What follows belongs to an exercise in optimizing a design on an open flow for small area, a short achievable clock period and few clock cycles; a production flow would make more cautious choices. Only simulation tests tie the RTL to the original design; equivalence was not proved.

==> flow/design.v, too long to show whole: its modules and the start of the top module <==
// module hive_fpu: 261 lines
// module hive_fpu_cadd: 31 lines
// module hive_fpu_lzc: 51 lines
// module hive_fpu_mul: 617 lines
module hive_fpu (
    input  wire        clk,
    input  wire        rst,
    input  wire        in_valid,
    output wire        in_ready,
    input  wire [4:0]  in_op,
    input  wire [31:0] in_a,
    input  wire [31:0] in_b,
    input  wire [31:0] in_c,
    output reg         out_valid,
    output reg  [31:0] out_result
);
  // ...
==> flow/run.sh <==
#!/bin/bash
# synth_recipe.tcl (not shown) runs the flow's synth.tcl, then flattens the netlist and writes it again
# the make line also repeats each setting of config.mk as NAME=value (left out here)
make -C /OpenROAD-flow-scripts/flow DESIGN_CONFIG=/design/flow/config.mk WORK_HOME=/design/flow/orfs CLKGATE_MAP_FILE= SYNTH_SCRIPT=/design/flow/synth_recipe.tcl finish
==> flow/config.mk <==
export PLATFORM = sky130hd
export DESIGN_NAME = hive_fpu
export DESIGN_NICKNAME = hive_fpu
export VERILOG_FILES = /design/flow/design.v
export SDC_FILE = /design/flow/constraint.sdc
export NUM_CORES = 4
export LEC_CHECK = 0
export ABC_CLOCK_PERIOD_IN_PS = 4500
export CAP_MARGIN = 20
export CORE_MARGIN = 2
export CORE_UTILIZATION = 60
export PLACE_DENSITY = 0.75
export SETUP_SLACK_MARGIN = 0
export SLEW_MARGIN = 40
==> flow/constraint.sdc <==
create_clock -name core_clock -period 22.0 [get_ports {clk}]
set_input_delay 4.4000 -clock core_clock [delete_from_list [all_inputs] [get_ports {clk}]]
set_output_delay 4.4000 -clock core_clock [all_outputs]
set_load 0.01 [all_outputs]
==> impl_metrics.py, run 1 <==
metrics = {
    "cells_and_area": {
        "top_regs": "css2: 77 flops, csc2: 74 flops, n4_3: 40 flops",
        "drive_gt1_share_pct": 7.34,
        "clkCellAreaFrac_pct": 3.36,
        "diodes": 3,
        "multi_input_gates": 4455,
        "buf_share_pct": 4.42,
        "area_growth_pct": 8.00,
    },
    "place": {
        "place_hpwl_mm": 157,
    },
    "worst_setup_path": {
        "cp_num_cells": 20,
        "crit_buf_inv": 1,
        "startpoint_type": "flop",
        "endpoint": "css2[9]",
    },
    "logic_synthesis": {
        "yosys.area.top_type": "dfxtp_1",
        "synth-edff-count": 0,
        "synthMuxAreaShare_pct": 3.62,
        "synth_top_family_by_area": "compound AO/OA/AOI/OAI gates",
        "synth_area_um2": 47100,
    },
    "route": {
        "postRouteWirelength_mm": 207,
        "drt.antenna.violating_nets": 0,
        "routedWlPerCell_um": 30.5,
    },
    "clock_tree": {
        "cts_buffers": 50,
        "htreeDepth": 2,
        "cts_hold_buffers": 0,
        "cts.repair.resized": 0,
    },
    "run_status": {
        "outcome": "timing/DRC/antenna clean",
    },
    "floorplan": {
        "coreArea_um2": 77600,
    },
    "sta": {
        "slew_headroom_pct": 32.5,
        "fin_skew_ns": 0.0359,
    },
    "min_path": {
        "min_to": "etop3[8]",
    },
}
Testbench counts, summed over its fixed seeds: cycles 28,016.
==> module hive_fpu, before the edit <==
module hive_fpu (
    input  wire        clk,
    input  wire        rst,
    input  wire        in_valid,
    output wire        in_ready,
    input  wire [4:0]  in_op,
    input  wire [31:0] in_a,
    input  wire [31:0] in_b,
    input  wire [31:0] in_c,
    output reg         out_valid,
    output reg  [31:0] out_result
);
    localparam [31:0] CANON_NAN = 32'h7FC0_0000;
    localparam [4:0] OP_FADD = 5'h00, OP_FSUB = 5'h01, OP_FMUL = 5'h02,
                     OP_FMIN = 5'h05, OP_FMAX = 5'h06, OP_FABS = 5'h07,
                     OP_FNEG = 5'h08, OP_FCSGN = 5'h09, OP_FEQ = 5'h0A,
                     OP_FLT = 5'h0B, OP_FLE = 5'h0C, OP_FTOI = 5'h0D,
                     OP_ITOF = 5'h0E, OP_UTOF = 5'h0F, OP_FMA = 5'h10,
                     OP_FMS = 5'h11;
    assign in_ready = 1'b1;
    wire in_addsub = (in_op == OP_FADD) || (in_op == OP_FSUB);
    wire in_ftoi   = (in_op == OP_FTOI);
    reg [31:0] fa_in, fb_in, fc_in;
    always @(*) begin
        fa_in = in_ftoi ? 32'h4080_0000 : in_a;
        fb_in = in_addsub ? 32'h3F80_0000 : in_ftoi ? 32'h4080_0000 : in_b;
        case (in_op)
            OP_FTOI: fc_in = in_a;
            OP_FADD: fc_in = in_b;
            OP_FSUB: fc_in = {~in_b[31], in_b[30:0]};
            OP_FMUL: fc_in = 32'h8000_0000;
            OP_FMS:  fc_in = {~in_c[31], in_c[30:0]};
            default: fc_in = in_c;
        endcase
    end
    wire [24:0] bx = {1'b1, in_b[22:0], 1'b0};
    reg  [11:0] bneg_in, bone_in, btwo_in;
    integer q;
    always @(*) begin
        for (q = 0; q < 12; q = q + 1) begin
            bneg_in[q] = in_addsub ? (q == 11) : bx[2*q+2] & ~(bx[2*q+1] & bx[2*q]);
            bone_in[q] = ~in_addsub & (bx[2*q+1] ^ bx[2*q]);
            btwo_in[q] = in_addsub ? (q == 11) : (bx[2*q+2] & ~bx[2*q+1] & ~bx[2*q]) |
                                                 (~bx[2*q+2] & bx[2*q+1] & bx[2*q]);
        end
    end
    reg        v1, itof1;
    reg [4:0]  op1;
    reg [31:0] a1, b1, c1;
    reg [11:0] bneg1, bone1, btwo1;
    always @(posedge clk) begin
        if (rst) v1 <= 1'b0;
        else     v1 <= in_valid;
        op1   <= in_op;
        itof1 <= (in_op == OP_ITOF) || (in_op == OP_UTOF);
        a1    <= fa_in;
        b1    <= fb_in;
        c1    <= fc_in;
        bneg1 <= bneg_in;
        bone1 <= bone_in;
        btwo1 <= btwo_in;
    end
    wire       sa = a1[31], sb = b1[31], sc = c1[31];
    wire       sp = sa ^ sb;
    wire [7:0] ea = a1[30:23], eb = b1[30:23], ec = c1[30:23];
    wire       za = (ea == 8'd0), zb = (eb == 8'd0), zc = (ec == 8'd0);
    wire       fza = (a1[22:0] == 23'd0), fzb = (b1[22:0] == 23'd0), fzc = (c1[22:0] == 23'd0);
    wire       xa = (ea == 8'hFF), xb = (eb == 8'hFF), xc = (ec == 8'hFF);
    wire       na = xa & ~fza, nb = xb & ~fzb, nc = xc & ~fzc;
    wire       ia = xa & fza,  ib = xb & fzb,  ic = xc & fzc;
    wire is_fma  = (op1 == OP_FADD) || (op1 == OP_FSUB) || (op1 == OP_FMUL) ||
                   (op1 == OP_FMA) || (op1 == OP_FMS);
    wire is_ftoi = (op1 == OP_FTOI);
    wire [74:0] ra, rb;
    hive_fpu_mul u_mul (.ma({~itof1, a1[22:0] & {23{~itof1}}}),
                        .bneg(bneg1), .bone(bone1), .btwo(btwo1), .ra(ra), .rb(rb));
    wire signed [10:0] sh_raw = $signed({3'd0, ea}) + $signed({3'd0, eb})
                              - $signed({3'd0, ec}) - 11'sd100;
    wire        sh_neg = sh_raw[10];
    wire        sh_big = ~sh_raw[10] & (|sh_raw[9:7]);
    wire [23:0] mc   = zc ? 24'd0 : {1'b1, c1[22:0]};
    wire [75:0] c_win = {mc, 52'd0};
    wire [75:0] c_shr = c_win >> sh_raw[6:0];
    wire [75:0] c_sh  = itof1  ? {a1, 44'd0} :
                        sh_neg ? c_win : (sh_big ? 76'd0 : c_shr);
    wire        c_top = itof1 & (op1 == OP_ITOF) & a1[31];
    reg [6:0] c_tz;
    integer t;
    always @(*) begin
        c_tz = 7'd75;
        for (t = 22; t >= 0; t = t - 1)
            if (c1[t]) c_tz = 7'd52 + t[6:0];
        if (zc) c_tz = 7'd127;
    end
    wire        c_stk = ~itof1 & ~sh_neg & (sh_big ? ~zc : (sh_raw[6:0] > c_tz));
    wire        esub = (sp ^ sc) | itof1;
    wire [76:0] c_al = {c_top, c_sh[75:1], c_sh[0] | c_stk} ^ {77{esub}};
    wire [76:0] pa = {ra, 2'b00};
    wire [76:0] pb = {rb, 2'b00};
    wire [76:0] cs_s = pa ^ pb ^ c_al;
    wire [76:0] cs_c = {(pa[75:0] & pb[75:0]) | (pa[75:0] & c_al[75:0]) | (pb[75:0] & c_al[75:0]), 1'b0};
    wire signed [10:0] e_top = itof1            ? 11'sd158 :
                               (sh_neg & ~zc)   ? $signed({3'd0, ec}) :
                               ($signed({3'd0, ea}) + $signed({3'd0, eb}) - 11'sd100);
    reg        spec;
    reg [31:0] spec_res;
    always @(*) begin
        spec = 1'b1;
        if (na || nb || nc)
            spec_res = CANON_NAN;
        else if ((ia && zb) || (ib && za))
            spec_res = CANON_NAN;
        else if (ia || ib)
            spec_res = (ic && (sc != sp)) ? CANON_NAN : {sp, 8'hFF, 23'd0};
        else if (ic)
            spec_res = {sc, 8'hFF, 23'd0};
        else if (za || zb)
            spec_res = zc ? {sp & sc, 31'd0} : c1;
        else begin
            spec = 1'b0;
            spec_res = 32'd0;
        end
    end
    function automatic [31:0] order_key(input [31:0] x);
        order_key = x[31] ? ~x : (x | 32'h8000_0000);
    endfunction
    wire [31:0] a_fl = za ? {sa, 31'd0} : a1;
    wire [31:0] b_fl = zb ? {sb, 31'd0} : b1;
    wire        a_below_b = order_key(a_fl) < order_key(b_fl);
    wire        both_zero = za & zb;
    wire        cmp_eq = !na && !nb && ((a1 == b1) || both_zero);
    wire        cmp_lt = !na && !nb && a_below_b && !both_zero;
    reg [31:0] minmax_res;
    always @(*) begin
        if (na && nb)
            minmax_res = CANON_NAN;
        else if (na)
            minmax_res = b_fl;
        else if (nb)
            minmax_res = a_fl;
        else if (op1 == OP_FMIN)
            minmax_res = a_below_b ? a_fl : b_fl;
        else
            minmax_res = a_below_b ? b_fl : a_fl;
    end
    reg  [31:0] ftoi_mag;
    reg         ftoi_neg;
    always @(*) begin
        ftoi_neg = 1'b0;
        if (nc || ec < 8'd127)
            ftoi_mag = 32'd0;
        else if (ec >= 8'd158)
            ftoi_mag = sc ? 32'h8000_0000 : 32'h7FFF_FFFF;
        else begin
            ftoi_mag = c_sh[75:44];
            ftoi_neg = sc;
        end
    end
    reg [31:0] misc_res;
    always @(*) begin
        case (op1)
            OP_FMIN, OP_FMAX: misc_res = minmax_res;
            OP_FABS:  misc_res = {1'b0, a1[30:0]};
            OP_FNEG:  misc_res = {~a1[31], a1[30:0]};
            OP_FCSGN: misc_res = {b1[31], a1[30:0]};
            OP_FEQ:   misc_res = {31'd0, cmp_eq};
            OP_FLT:   misc_res = {31'd0, cmp_lt};
            OP_FLE:   misc_res = {31'd0, cmp_lt | cmp_eq};
            OP_FTOI:  misc_res = ftoi_mag;
            OP_ITOF, OP_UTOF: misc_res = 32'd0;
            default:  misc_res = spec_res;
        endcase
    end
    reg        v2, fp2, mneg2, esub2, sp2, sc2;
    reg [31:0] mres2;
    reg [76:0] css2, csc2;
    reg signed [10:0] etop2;
    always @(posedge clk) begin
        if (rst) v2 <= 1'b0;
        else     v2 <= v1;
        fp2   <= (is_fma & ~spec) | itof1;
        mneg2 <= is_ftoi & ftoi_neg;
        mres2 <= misc_res;
        css2  <= cs_s;
        csc2  <= cs_c;
        esub2 <= esub;
        sp2   <= sp | itof1;
        sc2   <= sc & ~itof1;
        etop2 <= e_top;
    end
    wire [76:0] s0, s1;
    hive_fpu_cadd u_add (.a(css2), .b(csc2), .s0(s0), .s1(s1));
    wire        neg  = esub2 & s0[76];
    wire [75:0] mag  = esub2 ? (neg ? ~s0[75:0] : s1[75:0]) : s0[75:0];
    wire        r_sign = neg ? sc2 : sp2;
    wire [6:0] lz_p, lz_n;
    hive_fpu_lzc u_lzp (.x(s0[75:0]), .n(lz_p));
    hive_fpu_lzc u_lzn (.x(~s0[75:0]), .n(lz_n));
    wire [6:0] lz = neg ? lz_n : lz_p;
    wire       exact0 = neg & (&s0[75:0]);
    wire [75:0] n6 = lz[6] ? {mag[11:0], 64'd0} : mag;
    wire [75:0] n5 = lz[5] ? {n6[43:0], 32'd0} : n6;
    wire        k5 = |n5[19:0];
    wire [39:0] n4 = lz[4] ? n5[59:20] : n5[75:36];
    wire        k4 = |n5[35:20] & ~lz[4];
    reg        v3, fp3, sign3, stk3, zero3;
    reg [31:0] mres3;
    reg [39:0] n4_3;
    reg [6:0]  lz3;
    reg signed [10:0] etop3;
    always @(posedge clk) begin
        if (rst) v3 <= 1'b0;
        else     v3 <= v2;
        fp3   <= fp2;
        mres3 <= mneg2 ? (~mres2 + 32'd1) : mres2;
        sign3 <= r_sign;
        n4_3  <= n4;
        lz3   <= lz;
        stk3  <= k5 | k4;
        zero3 <= exact0;
        etop3 <= etop2;
    end
    wire [31:0] n3 = lz3[3] ? n4_3[31:0] : n4_3[39:8];
    wire        k3 = |n4_3[7:0] & ~lz3[3];
    wire [27:0] n2 = lz3[2] ? n3[27:0] : n3[31:4];
    wire        k2 = |n3[3:0] & ~lz3[2];
    wire [25:0] n1 = lz3[1] ? n2[25:0] : n2[27:2];
    wire        k1 = |n2[1:0] & ~lz3[1];
    wire [24:0] n0 = lz3[0] ? n1[24:0] : n1[25:1];
    wire        k0 = n1[0] & ~lz3[0];
    wire        stk = stk3 | k3 | k2 | k1 | k0;
    wire signed [10:0] e_n = etop3 - $signed({4'd0, lz3});
    wire        pow2   = ~n0[24] & ~zero3;
    wire        rnd_up = n0[0] & (stk | n0[1]);
    wire [23:0] m_inc  = n0[24:1] + 24'd1;
    wire        all1   = &n0[24:1];
    wire        carry  = (rnd_up & all1) | pow2;
    wire        zero   = zero3;
    wire [22:0] f_rnd  = rnd_up ? m_inc[22:0] : n0[23:1];
    wire        e_ovf  = (e_n >= 11'sd255) || (carry && e_n == 11'sd254);
    wire        e_unf  = (e_n < 11'sd0) || (!carry && e_n == 11'sd0);
    wire [7:0]  e_rnd  = e_n[7:0] + {7'd0, carry};
    reg [31:0] result;
    always @(*) begin
        if (!fp3)
            result = mres3;
        else if (zero)
            result = 32'd0;
        else if (e_ovf)
            result = {sign3, 8'hFF, 23'd0};
        else if (e_unf)
            result = {sign3, 31'd0};
        else
            result = {sign3, e_rnd, f_rnd};
    end
    always @(posedge clk) begin
        if (rst) out_valid <= 1'b0;
        else     out_valid <= v3;
        out_result <= result;
    end
endmodule
==> run 2: changes to the inputs <==
--- a/flow/design.v
+++ b/flow/design.v
@@ -44,7 +44,11 @@
                                                  (~bx[2*q+2] & bx[2*q+1] & bx[2*q]);
         end
     end
+    wire signed [10:0] eab_in = in_ftoi   ? 11'sd158 :
+                                in_addsub ? $signed({3'd0, in_a[30:23]}) + 11'sd27 :
+                                $signed({3'd0, in_a[30:23]}) + $signed({3'd0, in_b[30:23]}) - 11'sd100;
     reg        v1, itof1;
+    reg signed [10:0] eab1;
     reg [4:0]  op1;
     reg [31:0] a1, b1, c1;
     reg [11:0] bneg1, bone1, btwo1;
@@ -53,6 +57,7 @@
         else     v1 <= in_valid;
         op1   <= in_op;
         itof1 <= (in_op == OP_ITOF) || (in_op == OP_UTOF);
+        eab1  <= eab_in;
         a1    <= fa_in;
         b1    <= fb_in;
         c1    <= fc_in;
@@ -74,8 +79,7 @@
     wire [74:0] ra, rb;
     hive_fpu_mul u_mul (.ma({~itof1, a1[22:0] & {23{~itof1}}}),
                         .bneg(bneg1), .bone(bone1), .btwo(btwo1), .ra(ra), .rb(rb));
-    wire signed [10:0] sh_raw = $signed({3'd0, ea}) + $signed({3'd0, eb})
-                              - $signed({3'd0, ec}) - 11'sd100;
+    wire signed [10:0] sh_raw = eab1 - $signed({3'd0, ec});
     wire        sh_neg = sh_raw[10];
     wire        sh_big = ~sh_raw[10] & (|sh_raw[9:7]);
     wire [23:0] mc   = zc ? 24'd0 : {1'b1, c1[22:0]};
@@ -101,7 +105,7 @@
     wire [76:0] cs_c = {(pa[75:0] & pb[75:0]) | (pa[75:0] & c_al[75:0]) | (pb[75:0] & c_al[75:0]), 1'b0};
     wire signed [10:0] e_top = itof1            ? 11'sd158 :
                                (sh_neg & ~zc)   ? $signed({3'd0, ec}) :
-                               ($signed({3'd0, ea}) + $signed({3'd0, eb}) - 11'sd100);
+                               eab1;
     reg        spec;
     reg [31:0] spec_res;
     always @(*) begin
@@ -173,7 +177,8 @@
     end
     reg        v2, fp2, mneg2, esub2, sp2, sc2;
     reg [31:0] mres2;
-    reg [76:0] css2, csc2;
+    reg [76:0] css2;
+    reg [51:0] csc2;     
     reg signed [10:0] etop2;
     always @(posedge clk) begin
         if (rst) v2 <= 1'b0;
@@ -182,14 +187,14 @@
         mneg2 <= is_ftoi & ftoi_neg;
         mres2 <= misc_res;
         css2  <= cs_s;
-        csc2  <= cs_c;
+        csc2  <= cs_c[51:0];
         esub2 <= esub;
         sp2   <= sp | itof1;
         sc2   <= sc & ~itof1;
         etop2 <= e_top;
     end
     wire [76:0] s0, s1;
-    hive_fpu_cadd u_add (.a(css2), .b(csc2), .s0(s0), .s1(s1));
+    hive_fpu_cadd u_add (.a(css2), .b({~css2[75:51], csc2}), .s0(s0), .s1(s1));
     wire        neg  = esub2 & s0[76];
     wire [75:0] mag  = esub2 ? (neg ? ~s0[75:0] : s1[75:0]) : s0[75:0];
     wire        r_sign = neg ? sc2 : sp2;
@@ -201,11 +206,9 @@
     wire [75:0] n6 = lz[6] ? {mag[11:0], 64'd0} : mag;
     wire [75:0] n5 = lz[5] ? {n6[43:0], 32'd0} : n6;
     wire        k5 = |n5[19:0];
-    wire [39:0] n4 = lz[4] ? n5[59:20] : n5[75:36];
-    wire        k4 = |n5[35:20] & ~lz[4];
     reg        v3, fp3, sign3, stk3, zero3;
     reg [31:0] mres3;
-    reg [39:0] n4_3;
+    reg [55:0] n5_3;
     reg [6:0]  lz3;
     reg signed [10:0] etop3;
     always @(posedge clk) begin
@@ -214,21 +217,23 @@
         fp3   <= fp2;
         mres3 <= mneg2 ? (~mres2 + 32'd1) : mres2;
         sign3 <= r_sign;
-        n4_3  <= n4;
+        n5_3  <= n5[75:20];
         lz3   <= lz;
-        stk3  <= k5 | k4;
+        stk3  <= k5;
         zero3 <= exact0;
         etop3 <= etop2;
     end
-    wire [31:0] n3 = lz3[3] ? n4_3[31:0] : n4_3[39:8];
-    wire        k3 = |n4_3[7:0] & ~lz3[3];
+    wire [39:0] n4 = lz3[4] ? n5_3[39:0] : n5_3[55:16];
+    wire        k4 = |n5_3[15:0] & ~lz3[4];
+    wire [31:0] n3 = lz3[3] ? n4[31:0] : n4[39:8];
+    wire        k3 = |n4[7:0] & ~lz3[3];
     wire [27:0] n2 = lz3[2] ? n3[27:0] : n3[31:4];
     wire        k2 = |n3[3:0] & ~lz3[2];
     wire [25:0] n1 = lz3[1] ? n2[25:0] : n2[27:2];
     wire        k1 = |n2[1:0] & ~lz3[1];
     wire [24:0] n0 = lz3[0] ? n1[24:0] : n1[25:1];
     wire        k0 = n1[0] & ~lz3[0];
-    wire        stk = stk3 | k3 | k2 | k1 | k0;
+    wire        stk = stk3 | k4 | k3 | k2 | k1 | k0;
     wire signed [10:0] e_n = etop3 - $signed({4'd0, lz3});
     wire        pow2   = ~n0[24] & ~zero3;
     wire        rnd_up = n0[0] & (stk | n0[1]);
--- a/flow/config.mk
+++ b/flow/config.mk
@@ -8,7 +8,7 @@
 export ABC_CLOCK_PERIOD_IN_PS = 4500
 export CAP_MARGIN = 20
 export CORE_MARGIN = 2
-export CORE_UTILIZATION = 60
-export PLACE_DENSITY = 0.75
+export CORE_UTILIZATION = 55
+export PLACE_DENSITY = 0.7
 export SETUP_SLACK_MARGIN = 0
-export SLEW_MARGIN = 40
+export SLEW_MARGIN = 60
==> run 2 against run 1 <==
Clock skew is 0.0060 ns lower. Via count increased by 1.3%. Cell count rose by 4.6%. Wire length is 3.1% higher. Still clean on timing, DRC and antenna. Global-route usage is 3.5 points lower. Register-to-register slack better by 0.75 ns. Critical path depth is 6 lower. Core utilization fell by 4.3 points.
==> impl_metrics.py, run 2 <==
metrics = {
    "logic_synthesis": {
        "yosys_warnings": 2,
        "synth-seq-cells": 466,
        "synthArstFlopShare_pct": 0,
        "ys_seq_area_share_pct": 19.4,
        "synth_cell_types": 114,
        "yosys.area.top_type": "dfxtp_1",
        "synth_area_um2": 48100,
        "synth-edff-count": 0,
        "ys.flop_type": "dfxtp_1",
        "avgSynthCellArea_um2": 8.03,
        "ys_top_cells_by_count": "555 x nand2_1, 499 x inv_1, 466 x dfxtp_1",
        "synthMostInstantiatedCell": "nand2_1",
        "syn-num-nets": 6596,
        "ys_top_cells_by_area": "dfxtp_1 19%, fa_1 12%, xnor2_1 8.5%",
        "synthCells": 5998,
        "synth_top_area_share_pct": 19.4,
    },
    "cells_and_area": {
        "finalNonFillerCells": 7090,
        "top_regs": "css2: 77 flops, n5_3: 56 flops, csc2: 49 flops",
        "multiInputGateArea_um2": 36200,
        "mostFrequentLayoutCell": "nand2_1",
        "largest_register_ff_count": 77,
        "final-seq-area_um2": 9370,
        "largest_register": "css2",
        "fillers": 7791,
        "mostFrequentLayoutCells": "552 x nand2_1, 496 x inv_1, 453 x dfxtp_1",
        "stdcell_area_um2": 53200,
        "drive_gt1_share_pct": 9.45,
        "area_growth_pct": 10.5,
        "fin_nets": 6479,
    },
    "place": {
        "preCtsSetupSlack_ns": 14.84,
        "port_buffers": 136,
        "gp_congestion": 1.09,
        "dp_cells": 6977,
        "place_hpwl_mm": 164,
        "place_area_um2": 51100,
    },
    "grt": {
        "overflow": 0,
        "grt.met3_usage_pct": 10.4,
        "gr-max-usage-layer": "met2",
        "met2_usage_pct": 69.7,
        "grt_max_degree": 64,
        "grtUsageMet1_pct": 56.9,
        "grt_pass1_vias": 45200,
        "grt.total_usage_pct": 46.3,
        "grt_pass1_wl_mm": 308,
        "antenna_found_initial": 21,
    },
    "worst_setup_path": {
        "rrSetupSlack_ns": 16.12,
        "startpoint_type": "primary input",
        "cp-end-kind": "flop",
        "cp.required_ns": 22.56,
        "path_class": "primary input to flop",
        "r2r-start": "css2[13]",
        "rr_endpoint": "n5_3[10]",
        "rr_worst_depth": 15,
        "critical_path_peak_fanout": 4,
        "worst_ep_arrival_time_ns": 7.06,
    },
    "clock_tree": {
        "path_clk_slew_ns": 0.07,
        "clock-root-buffer": "clkbuf_16",
        "post_cts_buffers": 0,
        "cts.repair.resized": 0,
        "cts_buffers": 51,
        "clock_path_buffers": 3,
        "cts.sinks": 466,
        "tritoncts": "done",
        "htreeDepth": 2,
        "cts_hold_buffers": 0,
        "clk_latency_ns": 0.64,
    },
    "floorplan": {
        "die_h_um": 300,
        "start_util_pct": 55.5,
        "coreArea_um2": 86800,
        "pin_count": 138,
        "num_rows": 108,
        "die_area_um2": 89900,
        "die_w_um": 300,
    },
    "sta": {
        "rsz0062_at_grt": "false",
        "fmax_ghz": 0.154,
        "fin_skew_ns": 0.0299,
        "slew_headroom_pct": 56.7,
        "fin_ws_ns": 15.50,
        "setup_tns_ns": 0,
        "post-route-period-util_pct": 29.5,
        "finalSetupViolCount": 0,
        "worst_pin_slew_ns": 0.632,
        "fin_crit_ns": 6.50,
        "maxSlewViolCount": 0,
        "hold_viol_final": 0,
    },
    "min_path": {
        "min-delay-start": "fp2",
        "min_to": "fp3",
        "hp-class": "flop to flop",
        "min_path_cells": 0,
    },
    "route": {
        "via_per_inst": 6.74,
        "drc": 0,
        "routedWlPerCell_um": 30.1,
        "drtIter0Drc": 6700,
        "first_pass_iters": 9,
        "postRouteWirelength_mm": 213,
        "vias": 47800,
        "drt.antenna.violating_nets": 0,
    },
    "run_status": {
        "outcome": "timing/DRC/antenna clean",
    },
    "job": {
        "maxCapViolations": 0,
    },
}
-- run 2: cell count changes after synthesis, moves of 12 or more --
cell	change
nand2b_1	+16
nor2_1	-12
nand2_1	+54
a21oi_1	-25
o211ai_1	+16
o221ai_1	+14
a211oi_1	-19
a22oi_1	-14
o2bb2ai_2	-20
buf_1	+20
o22ai_1	+33
inv_1	+44
-- run 2: worst max path at each step --
stage	from	endpoint	slack (ns)	cells after the start
final	in_a[25]	eab1[8]	15.50	14
after floorplan	in_a[24]	eab1[9]	15.64	10
after detailed placement	in_a[24]	eab1[9]	14.84	11
after global routing	in_a[24]	eab1[9]	15.23	11
after CTS	in_a[24]	eab1[9]	15.49	11
after global placement	in_a[25]	eab1[8]	14.91	14
-- run 2: through the flow --
stage / utilization [%] / hold slack [ns]
floorplan: - / 0.310
global placement: 57.9 / 0.376
detailed placement: 58.9 / 0.372
CTS: 60.8 / 0.382
global route: 61.3 / 0.395
finish: 61.3 / 0.390
-- run 2: worst max-delay path, stage by stage --
cell	delay, ns
clkdlybuf4s50_1	0.57
inv_1	0.10
ha_1	0.29
inv_1	0.09
ha_1	0.23
a21o_1	0.18
a21oi_1	0.22
o21bai_1	0.09
a21oi_1	0.24
o21bai_1	0.09
a21oi_1	0.19
xnor2_1	0.14
nand2_1	0.07
a21oi_1	0.14
-- run 2: kinds of logic (layout without fill, tap and decap cells) --
logic type | count (synthesis) | after routing | synth area share [%]
xor gates and xnor gates | 680 | 680 | 12.4
buffers and inverters | 953 | 878 | 7.67
other | 1 | 13 | 0.00779
muxes | 143 | 143 | 3.93
and+or+nand+nor | 1659 | 1659 | 16.9
DFF | 466 | 466 | 19.4
adders and majority gates | 494 | 494 | 17.5
AOI/OAI and AO/OA | 1602 | 1602 | 22.2
-- run 2: final cells by class --
class                   instances  share of cell area (%)
multi-input cells            4579                    68.1
flip-flops and latches        466                    17.6
repair buffers                273                    4.70
inverters                     510                    3.63
well taps                    1155                    2.72
clock buffers                  66                    2.60
clock inverters                29                   0.616
diodes                         12                  0.0565
-- run 2: per-layer routing --
layer	wire, um	up-vias
met2	90700	3403
met5	85	-
met4	21500	14
li1	-	20800
met3	23600	886
met1	77400	22700
Testbench counts of run 2, summed over its fixed seeds: cycles 28,016.
==> run 3: changes to the inputs <==
--- a/flow/config.mk
+++ b/flow/config.mk
@@ -11,4 +11,4 @@
 export CORE_UTILIZATION = 55
 export PLACE_DENSITY = 0.7
 export SETUP_SLACK_MARGIN = 0
-export SLEW_MARGIN = 60
+export SLEW_MARGIN = 75
==> run 3 against run 2 <==
First-iteration DRC count grew 1.8%. Area after synthesis did not move. Critical path type unchanged. Still clean on timing, DRC and antenna. Clock skew grew 0.00059 ns. Synthesized cell count did not move.
==> impl_metrics.py, run 3 <==
metrics = {
    "cells_and_area": {
        "fin_nets": 6637,
        "largest_register": "css2",
        "mostFrequentLayoutCells": "538 x nand2_1, 494 x inv_1, 411 x dfxtp_1",
        "top_regs": "css2: 77 flops, n5_3: 56 flops, csc2: 49 flops",
        "multiInputGateArea_um2": 39100,
        "mostFrequentLayoutCell": "nand2_1",
        "final-seq-area_um2": 9430,
        "fillers": 7244,
        "drive_gt1_share_pct": 18.2,
        "area_growth_pct": 19.1,
        "largest_register_ff_count": 77,
    },
    "floorplan": {
        "pin_count": 138,
        "start_util_pct": 55.5,
        "coreArea_um2": 86800,
        "die_w_um": 300,
        "die_h_um": 300,
        "num_rows": 108,
        "die_area_um2": 89900,
    },
    "place": {
        "port_buffers": 136,
        "gp_congestion": 1.09,
        "place_hpwl_mm": 168,
    },
    "logic_synthesis": {
        "yosys_warnings": 2,
        "synth-edff-count": 0,
        "ys.flop_type": "dfxtp_1",
        "avgSynthCellArea_um2": 8.03,
        "synth_area_um2": 48100,
        "ys_top_cells_by_count": "555 x nand2_1, 499 x inv_1, 466 x dfxtp_1",
        "yosys.area.top_type": "dfxtp_1",
        "synth_top_area_share_pct": 19.4,
        "synthMostInstantiatedCell": "nand2_1",
        "ys_top_cells_by_area": "dfxtp_1 19%, fa_1 12%, xnor2_1 8.5%",
        "syn-num-nets": 6596,
        "ys_seq_area_share_pct": 19.4,
        "synth-seq-cells": 466,
        "synthArstFlopShare_pct": 0,
        "synth_cell_types": 114,
        "synthCells": 5998,
    },
    "clock_tree": {
        "clk_latency_ns": 0.63,
        "post_cts_buffers": 0,
        "cts.sinks": 466,
        "clock_path_buffers": 3,
        "cts.repair.resized": 0,
        "cts_buffers": 49,
        "path_clk_slew_ns": 0.08,
        "tritoncts": "done",
        "cts_hold_buffers": 0,
        "clock-root-buffer": "clkbuf_16",
        "htreeDepth": 2,
    },
    "grt": {
        "grt_max_degree": 59,
        "met2_usage_pct": 70.4,
        "overflow": 0,
        "grt.met3_usage_pct": 11.1,
        "grt_pass1_vias": 46700,
        "gr-max-usage-layer": "met2",
        "grtUsageMet1_pct": 57.7,
        "grt.total_usage_pct": 47.1,
        "antenna_found_initial": 21,
        "grt_pass1_wl_mm": 314,
    },
    "job": {
        "maxCapViolations": 0,
    },
    "sta": {
        "worst_pin_slew_ns": 0.513,
        "fin_crit_ns": 6.48,
        "hold_viol_final": 0,
        "post-route-period-util_pct": 29.5,
        "rsz0062_at_grt": "false",
        "fmax_ghz": 0.154,
        "finalSetupViolCount": 0,
        "fin_skew_ns": 0.0305,
        "maxSlewViolCount": 0,
        "slew_headroom_pct": 65.8,
        "setup_tns_ns": 0,
    },
    "worst_setup_path": {
        "cp.required_ns": 22.51,
        "slowest_stage": "clkdlybuf4s50_1",
        "startpoint_type": "primary input",
        "cpLargestDelayFamily": "adder cells",
        "cp-end-kind": "flop",
        "critical_path_peak_fanout": 4,
        "cpPeakStageDelay_ns": 0.50,
        "worst_ep_arrival_time_ns": 6.99,
        "path_class": "primary input to flop",
        "path_cells": "clkdlybuf4s50_1, ha_1, ha_1, fa_1, a21oi_1, nor2_1, nor2_1, nor2b_1, o21ai_0, nand2b_1, a2111oi_2",
        "crit_buf_inv": 1,
    },
    "route": {
        "routedWlPerCell_um": 30.1,
        "drt.antenna.violating_nets": 0,
        "vias": 49100,
        "via_per_inst": 6.78,
        "first_pass_iters": 10,
        "drtIter0Drc": 6822,
        "postRouteWirelength_mm": 218,
        "drc": 0,
    },
    "min_path": {
        "hp-class": "flop to flop",
    },
    "run_status": {
        "outcome": "timing/DRC/antenna clean",
    },
}
==> run 3: cell counts after synthesis <==
Identical to the previous run, type by type.
==> run 3: per-stage QoR <==
step / cells / utilization (%) / setup WS (ns) / hold WS (ns) / area (um2)
global route: 7235 / 66.1 / 15.33 / 0.387 / 57300
floorplan: 5998 / - / 15.64 / 0.310 / 48100
CTS: 7213 / 64.9 / 15.47 / 0.386 / 56300
detailed placement: 7125 / 63.0 / 14.83 / 0.375 / 54700
global placement: 6960 / 57.9 / 14.91 / 0.376 / 50200
finish: 7244 / 66.1 / 15.52 / 0.392 / 57400
==> run 3: area by class of cell <==
type,count,area share [%]
antenna,13,0.0567
clock buffer,63,2.37
clock inverter,25,0.484
inverter,510,3.42
multi-input combinational,4579,68.1
sequential,466,16.4
tap,1155,2.52
timing repair buffer,433,6.59
==> run 3: path summary, 6_finish.rpt <==
kind              startpoint  depth (start not counted)       end  slack (ns)
setup / recovery    in_a[24]                         11   eab1[9]       15.52
hold / removal           fp2                          0       fp3        0.39
setup reg to reg     css2[3]                         22  n5_3[44]       15.97
hold reg to reg          fp2                          0       fp3        0.39
==> run 3: per-layer routing <==
| layer | vias to the layer above | share of wire, % |
|---|---|---|
| met3 | 989 | 11 |
| met5 | - | 0.043 |
| met4 | 12 | 10 |
| li1 | 21100 | - |
| met2 | 3564 | 42 |
| met1 | 23400 | 36 |
==> run 3: cell families (layout without fill, tap and decap cells) <==
| kind of cell | after synthesis | count (layout) | synth area share, % |
|---|---|---|---|
| and+or+nand+nor | 1659 | 1659 | 16.9 |
| AOI/OAI and AO/OA | 1602 | 1602 | 22.2 |
| buffers and inverters | 953 | 1031 | 7.67 |
| xor gates and xnor gates | 680 | 680 | 12.4 |
| adders and majority gates | 494 | 494 | 17.5 |
| DFF | 466 | 466 | 19.4 |
| muxes | 143 | 143 | 3.93 |
| other | 1 | 14 | 0.00779 |
==> run 4: changes to the inputs <==
--- a/flow/design.v
+++ b/flow/design.v
@@ -44,11 +44,7 @@
                                                  (~bx[2*q+2] & bx[2*q+1] & bx[2*q]);
         end
     end
-    wire signed [10:0] eab_in = in_ftoi   ? 11'sd158 :
-                                in_addsub ? $signed({3'd0, in_a[30:23]}) + 11'sd27 :
-                                $signed({3'd0, in_a[30:23]}) + $signed({3'd0, in_b[30:23]}) - 11'sd100;
-    reg        v1, itof1;
-    reg signed [10:0] eab1;
+    reg        v1, itof1, quick1;
     reg [4:0]  op1;
     reg [31:0] a1, b1, c1;
     reg [11:0] bneg1, bone1, btwo1;
@@ -57,7 +53,7 @@
         else     v1 <= in_valid;
         op1   <= in_op;
         itof1 <= (in_op == OP_ITOF) || (in_op == OP_UTOF);
-        eab1  <= eab_in;
+        quick1 <= (in_op >= OP_FMIN) && (in_op <= OP_FLE);
         a1    <= fa_in;
         b1    <= fb_in;
         c1    <= fc_in;
@@ -79,7 +75,8 @@
     wire [74:0] ra, rb;
     hive_fpu_mul u_mul (.ma({~itof1, a1[22:0] & {23{~itof1}}}),
                         .bneg(bneg1), .bone(bone1), .btwo(btwo1), .ra(ra), .rb(rb));
-    wire signed [10:0] sh_raw = eab1 - $signed({3'd0, ec});
+    wire signed [10:0] sh_raw = $signed({3'd0, ea}) + $signed({3'd0, eb})
+                              - $signed({3'd0, ec}) - 11'sd100;
     wire        sh_neg = sh_raw[10];
     wire        sh_big = ~sh_raw[10] & (|sh_raw[9:7]);
     wire [23:0] mc   = zc ? 24'd0 : {1'b1, c1[22:0]};
@@ -105,7 +102,7 @@
     wire [76:0] cs_c = {(pa[75:0] & pb[75:0]) | (pa[75:0] & c_al[75:0]) | (pb[75:0] & c_al[75:0]), 1'b0};
     wire signed [10:0] e_top = itof1            ? 11'sd158 :
                                (sh_neg & ~zc)   ? $signed({3'd0, ec}) :
-                               eab1;
+                               ($signed({3'd0, ea}) + $signed({3'd0, eb}) - 11'sd100);
     reg        spec;
     reg [31:0] spec_res;
     always @(*) begin
@@ -175,6 +172,8 @@
             default:  misc_res = spec_res;
         endcase
     end
+    reg        v3, fp3, sign3, stk3, zero3;
+    wire       quick = v1 & quick1 & ~v2 & ~v3;
     reg        v2, fp2, mneg2, esub2, sp2, sc2;
     reg [31:0] mres2;
     reg [76:0] css2;
@@ -182,7 +181,7 @@
     reg signed [10:0] etop2;
     always @(posedge clk) begin
         if (rst) v2 <= 1'b0;
-        else     v2 <= v1;
+        else     v2 <= v1 & ~quick;
         fp2   <= (is_fma & ~spec) | itof1;
         mneg2 <= is_ftoi & ftoi_neg;
         mres2 <= misc_res;
@@ -206,7 +205,6 @@
     wire [75:0] n6 = lz[6] ? {mag[11:0], 64'd0} : mag;
     wire [75:0] n5 = lz[5] ? {n6[43:0], 32'd0} : n6;
     wire        k5 = |n5[19:0];
-    reg        v3, fp3, sign3, stk3, zero3;
     reg [31:0] mres3;
     reg [55:0] n5_3;
     reg [6:0]  lz3;
@@ -260,8 +258,8 @@
     end
     always @(posedge clk) begin
         if (rst) out_valid <= 1'b0;
-        else     out_valid <= v3;
-        out_result <= result;
+        else     out_valid <= v3 | quick;
+        out_result <= quick ? misc_res : result;
     end
 endmodule
 module hive_fpu_cadd (
--- a/flow/config.mk
+++ b/flow/config.mk
@@ -11,4 +11,4 @@
 export CORE_UTILIZATION = 55
 export PLACE_DENSITY = 0.7
 export SETUP_SLACK_MARGIN = 0
-export SLEW_MARGIN = 75
+export SLEW_MARGIN = 60
==> run 4 against run 3 <==
Core utilization is 4.9 points lower. Cell count is 1.4% lower. Still clean on timing, DRC and antenna. First-iteration DRC count is 8.3% higher. Critical path depth is 11 higher. Sequential share of layout area is 0.52 points higher.
==> impl_metrics.py, run 4 <==
metrics = {
    "route": {
        "drt.antenna.violating_nets": 0,
        "first_pass_iters": 9,
        "postRouteWirelength_mm": 213,
        "routedWlPerCell_um": 29.8,
        "via_per_inst": 6.93,
        "vias": 49500,
        "drtIter0Drc": 7385,
        "drc": 0,
    },
    "cells_and_area": {
        "drive_gt1_share_pct": 10.1,
        "mostFrequentLayoutCells": "486 x nand2_1, 462 x inv_1, 461 x xnor2_1",
        "mostFrequentLayoutCell": "nand2_1",
        "fin_nets": 6528,
        "largest_register": "css2",
        "largest_register_ff_count": 77,
        "utilization_pct": 61.3,
        "stdcell_area_um2": 54200,
        "area_growth_pct": 10.1,
        "top_regs": "css2: 77 flops, n5_3: 56 flops, csc2: 49 flops",
    },
    "grt": {
        "antenna_found_initial": 15,
        "grt_pass1_vias": 46900,
        "grt.total_usage_pct": 45.2,
        "overflow": 0,
        "grt_pass1_wl_mm": 308,
        "grt_max_degree": 56,
    },
    "clock_tree": {
        "cts_buffers": 50,
        "htreeDepth": 2,
        "clk_latency_ns": 0.66,
        "cts.repair.resized": 0,
        "post_cts_buffers": 0,
        "cts_hold_buffers": 0,
        "clock-root-buffer": "clkbuf_16",
        "tritoncts": "done",
        "clock_path_buffers": 3,
        "path_clk_slew_ns": 0.07,
        "cts.sinks": 457,
    },
    "sta": {
        "slew_headroom_pct": 54.3,
        "rsz0062_at_grt": "false",
        "maxSlewViolCount": 0,
        "worst_pin_slew_ns": 0.683,
        "fin_crit_ns": 6.08,
        "fmax_ghz": 0.164,
        "setup_tns_ns": 0,
        "hold_ws_ns": 0.327,
        "finalSetupViolCount": 0,
        "fin_skew_ns": 0.0322,
        "post-route-period-util_pct": 27.6,
        "hold_viol_final": 0,
    },
    "logic_synthesis": {
        "synth_area_um2": 49200,
        "ys.flop_type": "dfxtp_1",
        "yosys.area.top_type": "dfxtp_1",
        "synth-seq-cells": 457,
        "synthMostInstantiatedCell": "nand2_1",
        "avgSynthCellArea_um2": 8.13,
        "synth-edff-count": 0,
        "syn-num-nets": 6657,
        "synth_top_area_share_pct": 18.6,
        "synth_cell_types": 121,
        "ys_top_cells_by_area": "dfxtp_1 19%, fa_1 12%, xnor2_1 8.6%",
        "ys_seq_area_share_pct": 18.6,
        "synthCells": 6058,
        "yosys_warnings": 2,
        "ys_top_cells_by_count": "486 x nand2_1, 485 x xnor2_1, 466 x inv_1",
        "synthArstFlopShare_pct": 0,
    },
    "floorplan": {
        "pin_count": 138,
        "die_w_um": 303,
        "coreArea_um2": 88500,
        "die_h_um": 303,
        "num_rows": 109,
        "start_util_pct": 55.6,
        "die_area_um2": 91900,
    },
    "worst_setup_path": {
        "slowest_stage": "fa_1",
        "path_cells": "ha_1, inv_1, fa_1, inv_1, a21oi_1, o21bai_1, a21oi_1, o21bai_1, xor2_1, ha_1, ha_1, nand2_1, nand2_1, a31o_2, o221a_2, o21ai_1, nand2_1, nand3_2, nor2_4, a22oi_1, xnor2_1, fa_1",
        "worst_ep_arrival_time_ns": 6.55,
        "cp-end-kind": "flop",
        "cp.required_ns": 22.47,
        "path_class": "flop to flop",
        "cpPeakStageDelay_ns": 0.53,
        "critical_path_peak_fanout": 22,
        "rrSetupSlack_ns": 15.92,
        "startpoint_type": "flop",
    },
    "place": {
        "place_area_um2": 52000,
        "gp_congestion": 1.08,
        "port_buffers": 136,
        "place_hpwl_mm": 163,
    },
    "job": {
        "maxCapViolations": 0,
    },
    "min_path": {
        "hp-class": "flop to flop",
    },
    "run_status": {
        "outcome": "timing/DRC/antenna clean",
    },
}
==> run 4: cell types whose count changed in the layout (fill, tap and decap cells not counted), moves of 44 or more <==
cell | before | now
buf_1 | 61 | 2
nor2_1 | 330 | 395
ha_1 | 128 | 186
buf_2 | 57 | 0
xnor2_2 | 67 | 23
xnor2_1 | 390 | 461
nor3_1 | 58 | 102
nand2_1 | 538 | 486
ha_2 | 66 | 12
==> run 4: kinds of logic after synthesis <==
| family | Yosys count | share of synthesized area (%) |
|---|---|---|
| flops | 457 | 18.6 |
| mux | 172 | 4.82 |
| buf+inv | 939 | 7.60 |
| other cells | 1 | 0.00762 |
| simple gates | 1694 | 17.1 |
| fa+ha+maj | 495 | 17.1 |
| compound gates | 1639 | 23.1 |
| xor+xnor | 661 | 11.8 |
==> run 4: area by class of cell <==
type,instances,area (um2)
Antenna cell,5,12.5
Inverter,477,1800
Sequential cell,457,9190
Clock buffer,60,1370
Tap cell,1165,1460
Fill cell,7889,34300
Clock inverter,34,462
Multi-Input combinational cell,4662,37400
Timing Repair Buffer,281,2560
==> run 4: path summary, 6_finish.rpt <==
path / end / start / cells after the start
max: css2[5] / b1[23] / 22
max reg2reg: css2[5] / b1[23] / 22
min reg2reg: etop3[9] / etop2[9] / 0
min: etop3[9] / etop2[9] / 0
==> run 4: metal layers <==
layer	routed length, um	track usage (%)	vias to the layer above
li1	-	-	21300
met1	79900	58.6	23800
met2	90300	67.5	3600
met3	25800	11.0	869
met4	16600	28.5	18
met5	128	0	-
==> run 4: through the flow <==
| stage | worst slack, ns | instances |
|---|---|---|
| 6_report | 15.92 | 7141 |
| 5_1_grt | 15.59 | 7136 |
| 4_1_cts | 15.62 | 7126 |
| 3_5_place_dp | 15.55 | 7032 |
| 3_3_place_gp | 15.56 | 7023 |
| 2_1_floorplan | 16.29 | 6058 |
==> run 4: critical path, delay by kind of cell, from the launching register on <==
kind / cells / cell delay (ns)
xor gates and xnor gates: 2 / 0.55
DFF: 1 / 0.50
adders and majority gates: 5 / 1.85
and+or+nand+nor: 5 / 0.96
AOI/OAI and AO/OA: 8 / 1.90
buffers and inverters: 2 / 0.13
Testbench counts of run 4, summed over its fixed seeds: cycles 25,988.
==> run 5: changes to the inputs <==
--- a/flow/config.mk
+++ b/flow/config.mk
@@ -11,4 +11,4 @@
 export CORE_UTILIZATION = 55
 export PLACE_DENSITY = 0.7
 export SETUP_SLACK_MARGIN = 0
-export SLEW_MARGIN = 60
+export SLEW_MARGIN = 50
==> run 5 against run 4 <==
Clock skew grew 0.011 ns. Core utilization fell by 0.87 points. Critical path depth is the same. Worst hold slack about the same. Register-to-register slack worse by 0.24 ns. Flip-flop and latch count unchanged. Final area is 1.4% lower. Area after synthesis did not move. Cell count decreased by 0.22%. Synthesized cell count is the same. Critical path type unchanged. Highest routed layer unchanged.
==> impl_metrics.py, run 5 <==
metrics = {
    "sta": {
        "slew_headroom_pct": 43.4,
        "fmax_ghz": 0.158,
        "worst_pin_slew_ns": 0.841,
        "fin_skew_ns": 0.0435,
        "post-route-period-util_pct": 28.7,
        "finalSetupViolCount": 0,
        "fin_crit_ns": 6.32,
        "setup_tns_ns": 0,
        "hold_viol_final": 0,
        "maxSlewViolCount": 0,
        "rsz0062_at_grt": "false",
    },
    "worst_setup_path": {
        "worst_ep_arrival_time_ns": 6.79,
        "cp-end-kind": "flop",
        "rr_endpoint": "css2[5]",
        "path_cells": "ha_1, inv_1, fa_1, inv_1, a21oi_1, o21bai_1, a21oi_1, o21bai_1, xor2_1, ha_1, ha_1, nand2_1, nand2_1, a31o_2, o221a_2, o21ai_1, nand2_1, nand3_1, nor2_4, a22oi_1, xnor2_1, fa_1",
        "cpLargestDelayFamily": "compound AO/OA/AOI/OAI gates",
        "slowest_stage": "a22oi_1",
        "startpoint_type": "flop",
        "cp.required_ns": 22.47,
        "crit_buf_inv": 2,
        "crit_start": "b1[23]",
        "rr_worst_depth": 22,
        "cp_num_cells": 22,
        "rrSetupSlack_ns": 15.68,
        "r2r-start": "b1[23]",
        "critical_path_peak_fanout": 22,
        "cpPeakStageDelay_ns": 0.55,
        "path_class": "flop to flop",
    },
    "cells_and_area": {
        "largest_register_ff_count": 77,
        "top_regs": "css2: 77 flops, n5_3: 56 flops, csc2: 49 flops",
        "drive_gt1_share_pct": 8.25,
        "fin_nets": 6513,
        "final-seq-area_um2": 9170,
        "stdcell_area_um2": 53400,
        "mostFrequentLayoutCell": "nand2_1",
        "mostFrequentLayoutCells": "486 x nand2_1, 472 x xnor2_1, 463 x inv_1",
        "largest_register": "css2",
        "area_growth_pct": 8.55,
        "multiInputGateArea_um2": 36800,
        "fillers": 8013,
    },
    "route": {
        "via_per_inst": 6.97,
        "vias": 49700,
        "route.met3.wl_mm": 25.9,
        "dr_wl_met2_mm": 90.3,
        "postRouteWirelength_mm": 213,
        "routed.top_layer": "met5",
        "drc": 0,
        "drt-met1-wl_mm": 80.5,
        "drt.antenna.violating_nets": 0,
        "drtIter0Drc": 7392,
        "first_pass_iters": 10,
        "routedWlPerCell_um": 29.9,
    },
    "logic_synthesis": {
        "synth_top_family_by_area": "compound AO/OA/AOI/OAI gates",
        "synth-edff-count": 0,
        "ys_top_cells_by_area": "dfxtp_1 19%, fa_1 12%, xnor2_1 8.6%",
        "ys.flop_type": "dfxtp_1",
        "synth_xor_area_share_pct": 11.8,
        "yosys.area_share.simple_pct": 17.1,
        "synthCells": 6058,
        "synth_area_um2": 49200,
        "ys_top_cells_by_count": "486 x nand2_1, 485 x xnor2_1, 466 x inv_1",
        "yosys_warnings": 2,
        "avgSynthCellArea_um2": 8.13,
        "ys_seq_area_share_pct": 18.6,
        "synth_compound_area_share_pct": 23.1,
        "yosys.area.top_type": "dfxtp_1",
        "synthAdderAreaFrac_pct": 17.1,
        "synthArstFlopShare_pct": 0,
        "syn-num-nets": 6657,
        "synthMostInstantiatedCell": "nand2_1",
        "synth_top_area_share_pct": 18.6,
        "synthMuxAreaShare_pct": 4.82,
        "synth-seq-cells": 457,
        "synth_cell_types": 121,
    },
    "clock_tree": {
        "cts_buffers": 49,
        "clk_latency_ns": 0.66,
        "clock-root-buffer": "clkbuf_16",
        "tritoncts": "done",
        "path_clk_slew_ns": 0.06,
        "cts.repair.resized": 0,
        "clock_path_buffers": 3,
        "cts_hold_buffers": 0,
        "htreeDepth": 2,
        "post_cts_buffers": 0,
        "cts.sinks": 457,
    },
    "grt": {
        "grt_max_degree": 56,
        "antenna_found_initial": 14,
        "grt.total_usage_pct": 45.4,
        "overflow": 0,
        "grt_pass1_vias": 47100,
        "grt_pass1_wl_mm": 310,
    },
    "floorplan": {
        "start_util_pct": 55.6,
        "die_w_um": 303,
        "num_rows": 109,
        "die_h_um": 303,
        "coreArea_um2": 88500,
        "pin_count": 138,
        "die_area_um2": 91900,
    },
    "min_path": {
        "min-delay-start": "etop2[9]",
        "hp-class": "flop to flop",
        "min_path_cells": 0,
        "min_to": "etop3[9]",
    },
    "place": {
        "place_area_um2": 51500,
        "place_hpwl_mm": 162,
        "gp_congestion": 1.08,
        "port_buffers": 136,
    },
    "run_status": {
        "outcome": "timing/DRC/antenna clean",
    },
    "job": {
        "maxCapViolations": 0,
    },
}
==> run 5: how the worst max path moves through the flow <==
stage	endpoint	slack, ns
after floorplan	c1[0]	16.29
after global placement	c1[31]	15.56
after detailed placement	c1[31]	15.56
after CTS	css2[6]	15.64
after global routing	css2[6]	15.36
final	css2[5]	15.68
==> run 5: layout make-up <==
type | count | area share [%]
antenna | 5 | 0.0234
clock buffer | 66 | 2.57
clock inverter | 26 | 0.854
inverter | 477 | 3.36
multi-input combinational | 4662 | 68.9
sequential | 457 | 17.2
tap | 1165 | 2.73
timing repair buffer | 267 | 4.44
==> run 5: per-stage QoR <==
| step | utilization (%) | setup WS (ns) | hold slack, ns | cells |
|---|---|---|---|---|
| floorplan | - | 16.29 | 0.310 | 6058 |
| global placement | 57.8 | 15.56 | 0.311 | 7023 |
| detailed placement | 58.1 | 15.56 | 0.313 | 7025 |
| CTS | 60.2 | 15.64 | 0.327 | 7117 |
| global route | 60.4 | 15.36 | 0.330 | 7120 |
| finish | 60.4 | 15.68 | 0.327 | 7125 |
==> run 5: logic make-up after synthesis <==
| family | Yosys count |
|---|---|
| XOR/XNOR | 661 |
| other | 1 |
| buffers and inverters | 939 |
| adder cells (fa/ha/maj) | 495 |
| AO/OA/AOI/OAI | 1639 |
| flip-flops | 457 |
| multiplexers | 172 |
| AND/OR/NAND/NOR | 1694 |
==> run 5: routing by layer <==
layer  GRT usage, %  vias up
met5          0.207        -
met2           67.6     3783
li1               -    21200
met1           58.9    23700
met3           11.2      906
met4           28.6       12
==> run 5: worst register-to-register path, cell delays in order, from the launching register on <==
cell      delay (ns)
dfxtp_1         0.49
ha_1            0.24
inv_1           0.06
fa_1            0.40
inv_1           0.07
a21oi_1         0.06
o21bai_1        0.21
a21oi_1         0.10
o21bai_1        0.21
xor2_1          0.34
ha_1            0.30
ha_1            0.35
nand2_1         0.10
nand2_1         0.06
a31o_2          0.22
o221a_2         0.25
o21ai_1         0.38
nand2_1         0.28
nand3_1         0.51
nor2_4          0.21
a22oi_1         0.55
xnor2_1         0.20
fa_1            0.54
==> run 6: changes to the inputs <==
--- a/flow/config.mk
+++ b/flow/config.mk
@@ -8,7 +8,7 @@
 export ABC_CLOCK_PERIOD_IN_PS = 4500
 export CAP_MARGIN = 20
 export CORE_MARGIN = 2
-export CORE_UTILIZATION = 55
-export PLACE_DENSITY = 0.7
+export CORE_UTILIZATION = 48
+export PLACE_DENSITY = 0.62
 export SETUP_SLACK_MARGIN = 0
-export SLEW_MARGIN = 50
+export SLEW_MARGIN = 60
==> run 6 against run 5 <==
Core utilization shrank 6.9 points. Critical path depth grew 1. Register-to-register slack gained 0.32 ns. Via count shrank 1.8%. Sequential share of layout area shrank 0.30 points. Global-route usage shrank 5.3 points. Flip-flop and latch count is the same. Synthesized cell count is the same. Fmax grew 5.2%.
==> impl_metrics.py, run 6 <==
metrics = {
    "worst_setup_path": {
        "worst_ep_arrival_time_ns": 6.53,
        "path_class": "flop to flop",
        "cpPeakStageDelay_ns": 0.54,
        "rr_endpoint": "css2[5]",
        "cpLargestDelayFamily": "adder cells",
        "cp-end-kind": "flop",
        "rr_worst_depth": 23,
        "startpoint_type": "flop",
        "r2r-start": "b1[23]",
        "rrSetupSlack_ns": 15.99,
        "slowest_stage": "nor2_4",
        "crit_buf_inv": 3,
        "path_cells": "ha_1, inv_1, fa_1, inv_1, a21oi_1, o21bai_1, a21oi_1, o21bai_1, xor2_1, ha_1, ha_1, nand2_1, nand2_1, a31o_2, a21o_1, a21oi_1, buf_4, nor2_1, nand3_2, nor2_4, a22oi_1, xnor2_1, fa_1",
        "critical_path_peak_fanout": 22,
        "cp_num_cells": 23,
        "cp.required_ns": 22.52,
    },
    "cells_and_area": {
        "top_regs": "css2: 77 flops, n5_3: 56 flops, csc2: 49 flops",
        "fillers": 9733,
        "finalNonFillerCells": 7344,
        "largest_register_ff_count": 77,
        "drive_gt1_share_pct": 10.0,
        "area_growth_pct": 10.6,
        "largest_register": "css2",
        "mostFrequentLayoutCell": "nand2_1",
        "fin_nets": 6530,
        "mostFrequentLayoutCells": "486 x nand2_1, 464 x inv_1, 454 x xnor2_1",
    },
    "clock_tree": {
        "clk_latency_ns": 0.69,
        "tritoncts": "done",
        "cts_buffers": 51,
        "cts_hold_buffers": 0,
        "clock_path_buffers": 3,
        "cts.repair.resized": 0,
        "clock-root-buffer": "clkbuf_16",
        "htreeDepth": 2,
        "cts.sinks": 457,
        "path_clk_slew_ns": 0.06,
        "post_cts_buffers": 0,
    },
    "logic_synthesis": {
        "synth_cell_types": 121,
        "synth-seq-cells": 457,
        "synth_area_um2": 49200,
        "synth_top_area_share_pct": 18.6,
        "yosys.area.top_type": "dfxtp_1",
        "avgSynthCellArea_um2": 8.13,
        "synth_compound_area_share_pct": 23.1,
        "synthMuxAreaShare_pct": 4.82,
        "synthCells": 6058,
        "synth_xor_area_share_pct": 11.8,
        "ys.flop_type": "dfxtp_1",
        "ys_seq_area_share_pct": 18.6,
        "synth-edff-count": 0,
        "synthMostInstantiatedCell": "nand2_1",
        "yosys_warnings": 2,
        "yosys.area_share.simple_pct": 17.1,
        "ys_top_cells_by_area": "dfxtp_1 19%, fa_1 12%, xnor2_1 8.6%",
        "syn-num-nets": 6657,
        "synth_top_family_by_area": "compound AO/OA/AOI/OAI gates",
        "synthArstFlopShare_pct": 0,
        "ys_top_cells_by_count": "486 x nand2_1, 485 x xnor2_1, 466 x inv_1",
        "synthAdderAreaFrac_pct": 17.1,
    },
    "floorplan": {
        "num_rows": 117,
        "pin_count": 138,
        "die_w_um": 324,
        "die_area_um2": 105000,
        "die_h_um": 324,
        "start_util_pct": 48.4,
        "coreArea_um2": 102000,
    },
    "min_path": {
        "hp-class": "flop to flop",
        "min_to": "etop3[5]",
        "min-delay-start": "etop2[5]",
        "min_path_cells": 0,
    },
    "sta": {
        "hold_viol_final": 0,
        "maxSlewViolCount": 0,
        "rsz0062_at_grt": "false",
        "fin_skew_ns": 0.0755,
        "worst_pin_slew_ns": 0.664,
        "hold_ws_ns": 0.332,
        "finalSetupViolCount": 0,
        "setup_tns_ns": 0,
        "fin_crit_ns": 6.01,
        "fmax_ghz": 0.166,
        "post-route-period-util_pct": 27.3,
        "fin_ws_ns": 15.99,
        "slew_headroom_pct": 55.6,
    },
    "grt": {
        "antenna_found_initial": 8,
        "grt_pass1_vias": 46100,
        "grt_max_degree": 72,
        "grt_pass1_wl_mm": 312,
        "overflow": 0,
        "grt.total_usage_pct": 40.1,
    },
    "route": {
        "via_per_inst": 6.64,
        "postRouteWirelength_mm": 216,
        "first_pass_iters": 10,
        "routedWlPerCell_um": 29.4,
        "drc": 0,
        "drt.antenna.violating_nets": 0,
        "vias": 48700,
        "drtIter0Drc": 6710,
    },
    "place": {
        "port_buffers": 136,
        "preCtsSetupSlack_ns": 15.69,
        "dp_cells": 7235,
        "place_hpwl_mm": 165,
        "gp_congestion": 1.08,
    },
    "job": {
        "maxCapViolations": 0,
    },
    "run_status": {
        "outcome": "timing/DRC/antenna clean",
    },
}
==> run 6: cell families (layout without fill, tap and decap cells) <==
group                      after synthesis  in the layout
and+or+nand+nor                       1694           1694
AOI/OAI and AO/OA                     1639           1639
DFF                                    457            457
muxes                                  172            172
other                                    1              5
buffers and inverters                  939            853
adders and majority gates              495            495
xor gates and xnor gates               661            661
==> run 6: worst max path at each step <==
stage,from,end,slack (ns)
floorplan,in_op[4],c1[0],16.29
global placement,in_op[3],b1[4],15.70
detailed placement,in_op[2],b1[4],15.69
CTS,b1[23],css2[5],15.89
global route,b1[23],css2[5],15.75
finish,b1[23],css2[5],15.99
==> run 6: metal layers <==
layer / global-route usage [%] / wire length [um]
met1: 53.3 / 85800
met2: 60.2 / 91900
met3: 8.20 / 22700
met4: 23.4 / 15200
met5: 0 / 80
==> run 6: final cells by class <==
type / instances / area, um2 / share of cell area [%]
antenna: 4 / 10.0 / 0.0184
clock buffer: 64 / 1410 / 2.58
clock inverter: 30 / 459 / 0.843
inverter: 477 / 1810 / 3.32
multi-input combinational: 4662 / 37300 / 68.6
sequential: 457 / 9180 / 16.9
tap: 1368 / 1710 / 3.14
timing repair buffer: 282 / 2530 / 4.66
==> run 6: stage by stage <==
step                      cell area (um2)  util (%)
after floorplan                     49200         -
after global placement              51500      50.6
after detailed placement            52300      51.4
after CTS                           54200      53.2
after global routing                54400      53.5
final                               54400      53.5
==> run 7: changes to the inputs <==
--- a/flow/config.mk
+++ b/flow/config.mk
@@ -8,7 +8,7 @@
 export ABC_CLOCK_PERIOD_IN_PS = 4500
 export CAP_MARGIN = 20
 export CORE_MARGIN = 2
-export CORE_UTILIZATION = 48
-export PLACE_DENSITY = 0.62
+export CORE_UTILIZATION = 62
+export PLACE_DENSITY = 0.78
 export SETUP_SLACK_MARGIN = 0
 export SLEW_MARGIN = 60
==> run 7 against run 6 <==
Critical path depth did not move. Highest routed layer unchanged. Final area fell by 1.2%. Critical path type unchanged. Core utilization rose by 15 points. Fmax fell by 0.35%. Register-to-register slack got worse by 0.02 ns. Clock skew fell by 0.028 ns. Via count rose by 3.4%. Wire length fell by 2.9%. Still clean on timing, DRC and antenna. First-iteration DRC count rose by 27%.
==> impl_metrics.py, run 7 <==
metrics = {
    "run_status": {
        "outcome": "timing/DRC/antenna clean",
    },
    "worst_setup_path": {
        "slowest_stage": "dfxtp_1",
        "cp-end-kind": "flop",
        "path_class": "flop to flop",
        "rr_worst_depth": 23,
        "cpLargestDelayFamily": "compound AO/OA/AOI/OAI gates",
        "path_cells": "ha_1, inv_1, fa_1, inv_1, a21oi_1, o21bai_1, a21oi_1, o21bai_1, xor2_1, ha_1, ha_1, nand2_1, nand2_1, a31o_2, o221a_2, o21ai_1, nand2_1, nand3_2, nor2_4, buf_8, a31oi_1, xnor2_1, fa_1",
        "rrSetupSlack_ns": 15.97,
        "critical_path_peak_fanout": 15,
        "worst_ep_arrival_time_ns": 6.54,
        "startpoint_type": "flop",
        "rr_endpoint": "css2[29]",
    },
    "grt": {
        "antenna_found_initial": 8,
        "grt.total_usage_pct": 49.6,
        "grt_pass1_wl_mm": 306,
    },
    "place": {
        "place_hpwl_mm": 157,
        "gp_congestion": 1.07,
        "dp_cells": 6918,
        "place_area_um2": 51700,
        "preCtsSetupSlack_ns": 15.53,
    },
    "logic_synthesis": {
        "synth_top_area_share_pct": 18.6,
        "syn-num-nets": 6657,
        "synthCells": 6058,
        "synth-seq-cells": 457,
        "ys.flop_type": "dfxtp_1",
        "ys_top_cells_by_area": "dfxtp_1 19%, fa_1 12%, xnor2_1 8.6%",
        "synth_area_um2": 49200,
        "ys_seq_area_share_pct": 18.6,
        "yosys_warnings": 2,
    },
    "clock_tree": {
        "tritoncts": "done",
        "clock-root-buffer": "clkbuf_16",
        "cts.sinks": 457,
        "clk_latency_ns": 0.65,
        "cts_buffers": 48,
        "post_cts_buffers": 0,
        "cts.repair.resized": 0,
        "path_clk_slew_ns": 0.06,
    },
    "sta": {
        "rsz0062_at_grt": "false",
        "post-route-period-util_pct": 27.4,
        "fin_skew_ns": 0.0477,
        "setup_tns_ns": 0,
        "worst_pin_slew_ns": 0.737,
        "hold_ws_ns": 0.323,
        "fin_ws_ns": 15.97,
    },
    "min_path": {
        "min-delay-start": "fp2",
        "min_to": "fp3",
        "hp-class": "flop to flop",
    },
    "route": {
        "vias": 50400,
        "drt.antenna.violating_nets": 0,
        "drtIter0Drc": 8519,
        "via_per_inst": 7.18,
    },
    "floorplan": {
        "die_h_um": 286,
        "die_w_um": 286,
        "coreArea_um2": 78700,
        "start_util_pct": 62.5,
    },
    "cells_and_area": {
        "fin_nets": 6528,
        "largest_register_ff_count": 77,
        "area_growth_pct": 9.29,
        "stdcell_area_um2": 53800,
        "mostFrequentLayoutCells": "486 x nand2_1, 461 x inv_1, 459 x xnor2_1",
        "fillers": 6400,
        "finalNonFillerCells": 7019,
        "drive_gt1_share_pct": 9.89,
        "top_regs": "css2: 77 flops, n5_3: 56 flops, csc2: 49 flops",
    },
}
[run 7: changes by cell type in the layout (fill, tap and decap cells not counted), sizes merged, moves of 2 or more]
cell,before,now
clkbuf,68,63
inv,481,477
clkinv,17,20
buf,142,144
bufinv,7,5
[run 7: layout make-up]
| cell class | count | area, um2 | area share (%) |
|---|---|---|---|
| antenna | 3 | 7.51 | 0.0140 |
| clock buffer | 61 | 1310 | 2.43 |
| clock inverter | 26 | 380 | 0.707 |
| inverter | 477 | 1800 | 3.35 |
| multi-input combinational | 4662 | 37300 | 69.3 |
| sequential | 457 | 9190 | 17.1 |
| tap | 1050 | 1310 | 2.44 |
| timing repair buffer | 283 | 2530 | 4.71 |
[run 7: routing by layer]
metal	vias to the layer above	part of all wire, %	wire, um	global-route usage (%)
met3	1120	13	27400	12.8
met4	8	9.1	19000	34.7
li1	21200	-	-	-
met5	-	0.021	45	0
met2	4201	42	88100	74.3
met1	23800	36	75000	62.6
[run 7: cells by family after synthesis]
group	count (synthesis)	share of synthesized area (%)
adder cells (fa/ha/maj)	495	17.1
AND/OR/NAND/NOR	1694	17.1
AO/OA/AOI/OAI	1639	23.1
flip-flops	457	18.6
multiplexers	172	4.82
other	1	0.00762
buffers and inverters	939	7.60
XOR/XNOR	661	11.8
[run 7: worst max path at each step]
stage | start | to | slack (ns) | cells after the start
finish | b1[23] | css2[29] | 15.97 | 23
global route | b1[23] | css2[30] | 15.68 | 23
detailed placement | in_op[0] | b1[11] | 15.53 | 5
floorplan | in_op[4] | c1[0] | 16.29 | 5
global placement | in_op[0] | b1[5] | 15.54 | 5
CTS | b1[23] | css2[44] | 15.97 | 18
[run 7: worst reg2reg max path, delay by kind of cell, from the launching register on]
family          cells  cell delay [ns]
compound gates      8             1.86
xor+xnor            2             0.58
fa+ha+maj           5             1.77
buf+inv             3             0.31
flops               1             0.48
simple gates        5             0.89
[run 7: through the flow]
step           util (%)
5_1_grt            68.3
3_3_place_gp       64.8
2_1_floorplan         -
3_5_place_dp       65.6
6_report           68.3
4_1_cts            67.8

==> re-timing with driven ports <==
Ports are ideal in the flow. The routed layouts listed here were re-timed in OpenROAD. Step 1 (the two cells are an assumption about what drives the block):
set clk [get_ports {clk}]
set_driving_cell -lib_cell sky130_fd_sc_hd__clkbuf_16 $clk
set_driving_cell -lib_cell sky130_fd_sc_hd__buf_2 [delete_from_list [all_inputs] $clk]
Step 2 moves the port delays by t, midway between the first and last clock arrival at a register: inputs arrive t later, outputs are due t later. That takes back most of the time a late clock gives input paths. Three values: ideal, step 1, step 2; two values: the first two.
| run | shift t [ns] | slack for setup (ns) | hold WS [ns] | slew at the worst register clock pin (ns) | worst slew at a driven data input, ns |
|---|---|---|---|---|---|
| run 1 | 0.712 | 15.373 / 15.373 / 15.258 | 0.327 / 0.327 / 0.327 | 0.10 / 0.10 | 0.06 |
| run 2 | 0.697 | 15.501 / 15.555 / 14.858 | 0.390 / 0.390 / 0.390 | 0.09 / 0.09 | 0.06 |
| run 3 | 0.692 | 15.518 / 15.567 / 14.876 | 0.392 / 0.392 / 0.392 | 0.08 / 0.08 | 0.05 |
| run 4 | 0.720 | 15.918 / 15.918 / 15.526 | 0.327 / 0.327 / 0.327 | 0.08 / 0.08 | 0.06 |
| run 5 | 0.719 | 15.679 / 15.679 / 15.529 | 0.327 / 0.327 / 0.327 | 0.07 / 0.07 | 0.07 |
| run 6 | 0.730 | 15.994 / 15.947 / 15.635 | 0.332 / 0.332 / 0.332 | 0.09 / 0.09 | 0.06 |
| run 7 | 0.699 | 15.972 / 15.972 / 15.420 | 0.323 / 0.323 / 0.323 | 0.07 / 0.07 | 0.07 |
After both steps every run listed still meets setup and hold. For run 2, which loses most, drivers alone change the setup slack by +0.054 ns; drivers and shift together by -0.643 ns.
